Source: an optimization exercise on an open RTL-to-GDS flow (aim: small area, a short achievable clock period and few clock cycles). Production flows keep margins and buffers that such runs may drop. Power figures rest on the tool's default switching activity, not on a simulated workload.

== P ==
==> module pvc_encoder, before the edit <==
module pvc_encoder (
    input  wire        clk,
    input  wire        rst,
    input  wire        in_valid,
    output reg         in_ready,
    input  wire [19:0] in_x,
    input  wire [19:0] in_last,
    input  wire [19:0] in_desc,
    input  wire        in_force,
    input  wire        in_eob,
    output reg         r_valid,
    output reg  [19:0] r_value,
    output reg         w_valid,
    input  wire        w_ready,
    output wire [19:0] w_data,
    output reg         w_last,
    output reg  [13:0] w_bits
);
    localparam integer T = 47;           
    localparam integer N = T + 24;       
    integer i;
    reg        v0, f0, e0;
    reg [19:0] x0, l0, d0;
    reg        v1, e1;
    reg [23:0] g1;                        
    reg [3:0]  s1;                        
    reg [4:0]  w1;                        
    reg [N-1:0] buffer;
    reg [6:0]   cnt;                      
    reg [2:0]   lastpos;                  
    reg         ok;                       
    wire en1 = !v1 || ok;                 
    wire en0 = in_ready;                  
    wire ins = v1 && ok;
    always @(posedge clk) begin
        if (en0) begin
            x0 <= in_x;
            l0 <= in_last;
            d0 <= in_desc;
            f0 <= in_force;
            e0 <= in_eob;
        end
    end
    wire [2:0]  mode  = d0[19:17];
    wire        sg    = d0[16];
    wire [3:0]  q     = d0[15:12];
    wire [11:0] dband = d0[11:0];
    wire m_ex = (mode == 3'd0);
    wire m_dl = (mode == 3'd1);
    wire m_bd = (mode == 3'd2);
    wire m_db = (mode == 3'd3);
    wire m_bb = !(m_ex | m_dl | m_bd | m_db);
    reg [11:0] qmask, half;
    always @* begin
        for (i = 0; i < 12; i = i + 1) begin
            qmask[i] = (i < q);
            half[i]  = (i + 1 == q);
        end
    end
    wire [19:0] xo   = x0 | {8'd0, qmask};
    wire        rb   = |(x0[11:0] & half);
    wire        stk  = |(x0[11:0] & {1'b0, qmask[11:1]} & ~half);
    wire        lsb  = |(x0[12:1] & half);
    wire        up   = rb & (stk | lsb);
    wire        all1 = &xo[18:0];
    wire        clampblk = all1 & (sg ? ~x0[19] : x0[19]);
    wire        up2  = up & ~clampblk;
    wire [19:0] inc  = xo + 20'd1;
    wire [19:0] vp   = up2 ? inc : (x0 & ~{8'd0, qmask});
    wire [19:0] a   = m_bb ? vp : x0;
    wire [20:0] s   = {sg & a[19], a} - {sg & l0[19], l0};
    wire [19:0] dlt = s[19:0];
    wire        sneg   = s[20];
    wire        hi_nz  = |(s[19:12] ^ {8{sneg}});
    wire [11:0] tlo    = s[11:0] ^ {12{sneg}};
    wire [12:0] cmpsum = {1'b0, tlo} + {1'b0, ~dband} + {12'd0, sneg};
    wire        pass   = f0 | hi_nz | cmpsum[12];
    wire [19:0] dmag = dlt ^ {20{dlt[19]}};
    reg  [4:0]  n;
    always @* begin
        n = 5'd1;
        for (i = 0; i < 19; i = i + 1)
            if (dmag[i]) n = i[4:0] + 5'd2;
    end
    wire        dsmall = (dmag[18:14] == 5'd0);
    reg  [14:0] dmask;
    always @* begin
        dmask[0] = 1'b1;
        for (i = 1; i < 15; i = i + 1)
            dmask[i] = |(dmag[13:0] >> (i - 1));
    end
    reg [23:0] g;
    reg [3:0]  sr;                        
    reg [4:0]  w;
    always @* begin
        g = {4'd0, x0}; sr = 4'd0; w = 5'd20;
        if (m_dl) begin
            if (dsmall) begin
                g = {4'd0, dlt & {5'd0, dmask}, n[3:0]};
                w = n + 5'd4;
            end else begin
                g = {x0, 4'd0};
                w = 5'd24;
            end
        end else if (m_bd) begin
            g = {4'd0, vp}; sr = q; w = 5'd20 - {1'b0, q};
        end else if (m_db) begin
            g = pass ? {3'd0, x0, 1'b1} : 24'd0;
            w = pass ? 5'd21 : 5'd1;
        end else if (m_bb) begin
            g = pass ? {4'd0, vp | {8'd0, half}} : 24'd0;
            sr = q - 4'd1;
            w = pass ? (5'd21 - {1'b0, q}) : 5'd1;
        end
    end
    wire [19:0] r = ((m_db | m_bb) & !pass) ? l0 : ((m_bd | m_bb) ? vp : x0);
    always @(posedge clk) begin
        r_value <= r;
        if (en1) begin
            g1 <= g;
            s1 <= 4'd12 - sr;
            w1 <= w;
            e1 <= e0;
        end
    end
    wire [6:0]    sh    = cnt + {3'd0, s1};
    wire [N+35:0] big   = {{N{1'b0}}, g1, 12'd0} << sh;
    wire [N-1:0]  insv  = big[N+23:24] & {N{ins}};
    wire          emit  = w_valid && w_ready;
    wire [N-1:0]  b1    = buffer | insv;
    wire [N-1:0]  bnext = emit ? {20'd0, b1[N-1:20]} : b1;
    wire [6:0]    csum  = cnt + {2'd0, w1};
    wire [2:0]    cw    = (csum > 7'd60) ? 3'd4 : (csum > 7'd40) ? 3'd3 :
                          (csum > 7'd20) ? 3'd2 : 3'd1;
    wire [6:0]    cround = (csum > 7'd60) ? 7'd80 : (csum > 7'd40) ? 7'd60 :
                           (csum > 7'd20) ? 7'd40 : 7'd20;
    wire [4:0]    lb    = csum - cround + 7'd20;         
    wire          eins  = ins && e1;
    wire [6:0]    c1    = ins ? (e1 ? cround : csum) : cnt;
    wire [2:0]    lp1   = eins ? cw : lastpos;
    wire [6:0]    cnext = emit ? c1 - 7'd20 : c1;
    wire [2:0]    lpnext = (emit && lp1 != 3'd0) ? lp1 - 3'd1 : lp1;
    wire          v1next = en1 ? v0 : v1;
    wire          e1next = en1 ? e0 : e1;
    wire          oknext = (cnext <= T) && !(e1next && (lpnext != 3'd0));
    wire          v0next = en0 ? in_valid : v0;
    assign w_data = buffer[19:0];
    always @(posedge clk) begin
        if (rst) begin
            v0       <= 1'b0;
            v1       <= 1'b0;
            in_ready <= 1'b1;
            ok       <= 1'b1;
            buffer   <= {N{1'b0}};
            cnt      <= 7'd0;
            lastpos  <= 3'd0;
            w_valid  <= 1'b0;
            w_last   <= 1'b0;
            w_bits   <= 14'd0;
            r_valid  <= 1'b0;
        end else begin
            v0       <= v0next;
            v1       <= v1next;
            ok       <= oknext;
            in_ready <= !v0next || !v1next || oknext;
            r_valid  <= v0 && en1;
            buffer   <= bnext;
            cnt      <= cnext;
            lastpos  <= lpnext;
            w_valid  <= (cnext >= 7'd20);
            w_last   <= (lpnext == 3'd1);
            w_bits   <= (emit && w_last) ? 14'd0 :
                        w_bits + (emit ? 14'd20 : 14'd0) + (eins ? {9'd0, lb} : 14'd0);
        end
    end
endmodule
==> flow/config.mk <==
export PLATFORM = sky130hd
export DESIGN_NAME = pvc_encoder
export DESIGN_NICKNAME = pvc_encoder
export VERILOG_FILES = /design/flow/design.v
export SDC_FILE = /design/flow/constraint.sdc
export NUM_CORES = 4
export LEC_CHECK = 0
export ABC_AREA = 1
export CAP_MARGIN = 20
export CORE_MARGIN = 2
export CORE_UTILIZATION = 40
export SLEW_MARGIN = 20
==> flow/constraint.sdc <==
create_clock -name core_clock -period 18.0 [get_ports {clk}]
set_input_delay 3.6000 -clock core_clock [delete_from_list [all_inputs] [get_ports {clk}]]
set_output_delay 3.6000 -clock core_clock [all_outputs]
set_load 0.01 [all_outputs]
run.sh (not shown) runs the stock make flow with config.mk's settings and CLKGATE_MAP_FILE= SYNTH_SCRIPT=/design/flow/synth_recipe.tcl, a recipe that flattens the netlist after the stock synthesis.
Input changes introduced in Q (baseline for comparison: P):
--- a/flow/design.v
+++ b/flow/design.v
@@ -17,9 +17,10 @@
     output reg  [13:0] w_bits
 );
-    localparam integer T = 47;           
+    localparam integer T = 43;           
     localparam integer N = T + 24;       
     integer i;
     reg        v0, f0, e0;
     reg [19:0] x0, l0, d0;
+    reg [20:0] sx0;                       
     reg        v1, e1;
     reg [23:0] g1;                        
@@ -40,4 +41,5 @@
             f0 <= in_force;
             e0 <= in_eob;
+            sx0 <= {in_desc[16] & in_x[19], in_x} - {in_desc[16] & in_last[19], in_last};
         end
     end
@@ -51,24 +53,30 @@
     wire m_db = (mode == 3'd3);
     wire m_bb = !(m_ex | m_dl | m_bd | m_db);
-    reg [11:0] qmask, half;
+    wire [11:0] qmask = ~(12'hfff << q);
+    wire [11:0] half  = qmask & ~{1'b0, qmask[11:1]};
+    reg [15:0] rbv, lsbv, stkv, all1v;
     always @* begin
-        for (i = 0; i < 12; i = i + 1) begin
-            qmask[i] = (i < q);
-            half[i]  = (i + 1 == q);
+        for (i = 0; i < 16; i = i + 1) begin
+            rbv[i]   = (i >= 1 && i <= 12) ? x0[(i >= 1) ? i - 1 : 0] : 1'b0;
+            lsbv[i]  = (i <= 12) ? x0[i] : 1'b0;
+            stkv[i]  = (i >= 2 && i <= 12) ? |(x0[11:0] & ((12'd1 << ((i >= 1) ? i - 1 : 0)) - 12'd1)) : 1'b0;
+            all1v[i] = (i <= 12) ? &(x0[18:0] | ((19'd1 << i) - 19'd1)) : 1'b0;
         end
     end
     wire [19:0] xo   = x0 | {8'd0, qmask};
-    wire        rb   = |(x0[11:0] & half);
-    wire        stk  = |(x0[11:0] & {1'b0, qmask[11:1]} & ~half);
-    wire        lsb  = |(x0[12:1] & half);
+    wire        rb   = rbv[q];
+    wire        lsb  = lsbv[q];
+    wire        stk  = stkv[q];
     wire        up   = rb & (stk | lsb);
-    wire        all1 = &xo[18:0];
-    wire        clampblk = all1 & (sg ? ~x0[19] : x0[19]);
+    wire        clampblk = all1v[q] & (sg ? ~x0[19] : x0[19]);
     wire        up2  = up & ~clampblk;
     wire [19:0] inc  = xo + 20'd1;
     wire [19:0] vp   = up2 ? inc : (x0 & ~{8'd0, qmask});
-    wire [19:0] a   = m_bb ? vp : x0;
-    wire [20:0] s   = {sg & a[19], a} - {sg & l0[19], l0};
-    wire [19:0] dlt = s[19:0];
+    wire [11:0] xnl  = ~x0[11:0];
+    wire [20:0] ev   = up2 ? {9'd0, qmask & xnl} : {9'h1ff, xnl | ~qmask};
+    wire [21:0] svc  = {sx0, 1'b1} + {ev, 1'b1};
+    wire [20:0] sv   = svc[21:1];
+    wire [20:0] s    = m_bb ? sv : sx0;
+    wire [19:0] dlt  = sx0[19:0];
     wire        sneg   = s[20];
     wire        hi_nz  = |(s[19:12] ^ {8{sneg}});
@@ -143,7 +151,13 @@
     wire          v1next = en1 ? v0 : v1;
     wire          e1next = en1 ? e0 : e1;
-    wire          oknext = (cnext <= T) && !(e1next && (lpnext != 3'd0));
+    wire [6:0]    c1e   = c1 - 7'd20;
+    wire [2:0]    lp1e  = (lp1 != 3'd0) ? lp1 - 3'd1 : 3'd0;
+    wire          ok_n  = (c1 <= T) && !(e1next && (lp1 != 3'd0));
+    wire          ok_e  = (c1e <= T) && !(e1next && (lp1e != 3'd0));
+    wire          oknext = emit ? ok_e : ok_n;
     wire          v0next = en0 ? in_valid : v0;
     assign w_data = buffer[19:0];
+    wire [13:0]   wb_n  = w_bits + (eins ? {9'd0, lb} : 14'd0);
+    wire [13:0]   wb_e  = wb_n + 14'd20;
     always @(posedge clk) begin
         if (rst) begin
@@ -168,8 +182,7 @@
             cnt      <= cnext;
             lastpos  <= lpnext;
-            w_valid  <= (cnext >= 7'd20);
-            w_last   <= (lpnext == 3'd1);
-            w_bits   <= (emit && w_last) ? 14'd0 :
-                        w_bits + (emit ? 14'd20 : 14'd0) + (eins ? {9'd0, lb} : 14'd0);
+            w_valid  <= emit ? (c1e >= 7'd20) : (c1 >= 7'd20);
+            w_last   <= emit ? (lp1e == 3'd1) : (lp1 == 3'd1);
+            w_bits   <= emit ? (w_last ? 14'd0 : wb_e) : wb_n;
         end
     end
[summary]
- | logic depth of the worst setup path including buffers | higher: Q |
- Taking P as 1.0, Q lands at 1.14 on area taken by multi-input logic gates.
- Q: combinational fraction of design power lower than P
- Diff P -> Q: routed wire length rose 9.7%, total chip power rose 3.1%, arrival time at the worst endpoint fell 980 ps, routing usage on met1 fell 1.1 points, share of cell area taken by flip-flops and latches fell 0.45 points.
No functional check of the RTL was part of any run of this note.

[what the ideal ports hide]
The results above use ideal ports. As a check the final layouts listed here were re-extracted and re-timed, cells and wires unchanged. Step 1 (the two cells are an assumption about what drives the block):
set clk [get_ports {clk}]
set_driving_cell -lib_cell sky130_fd_sc_hd__clkbuf_16 $clk
set_driving_cell -lib_cell sky130_fd_sc_hd__buf_2 [delete_from_list [all_inputs] $clk]
Step 2 also shifts input and output timing later by t, the mid clock arrival at the registers, as if the neighbouring blocks saw the same clock. Slacks: ideal ports / drivers / drivers and shift; pairs: ideal ports / drivers.
run | t (ns) | setup WS [ns] | clock arrival spread, ns | worst data-port slew with drivers (ns) | cell pins on the clock port's net
P | 0.628 | 9.485 / 9.485 / 9.485 | 0.020 / 0.020 | 0.04 | 1
Q | 0.623 | 10.453 / 10.453 / 10.453 | 0.027 / 0.027 | 0.05 | 1
After both steps every run listed still meets setup and hold.
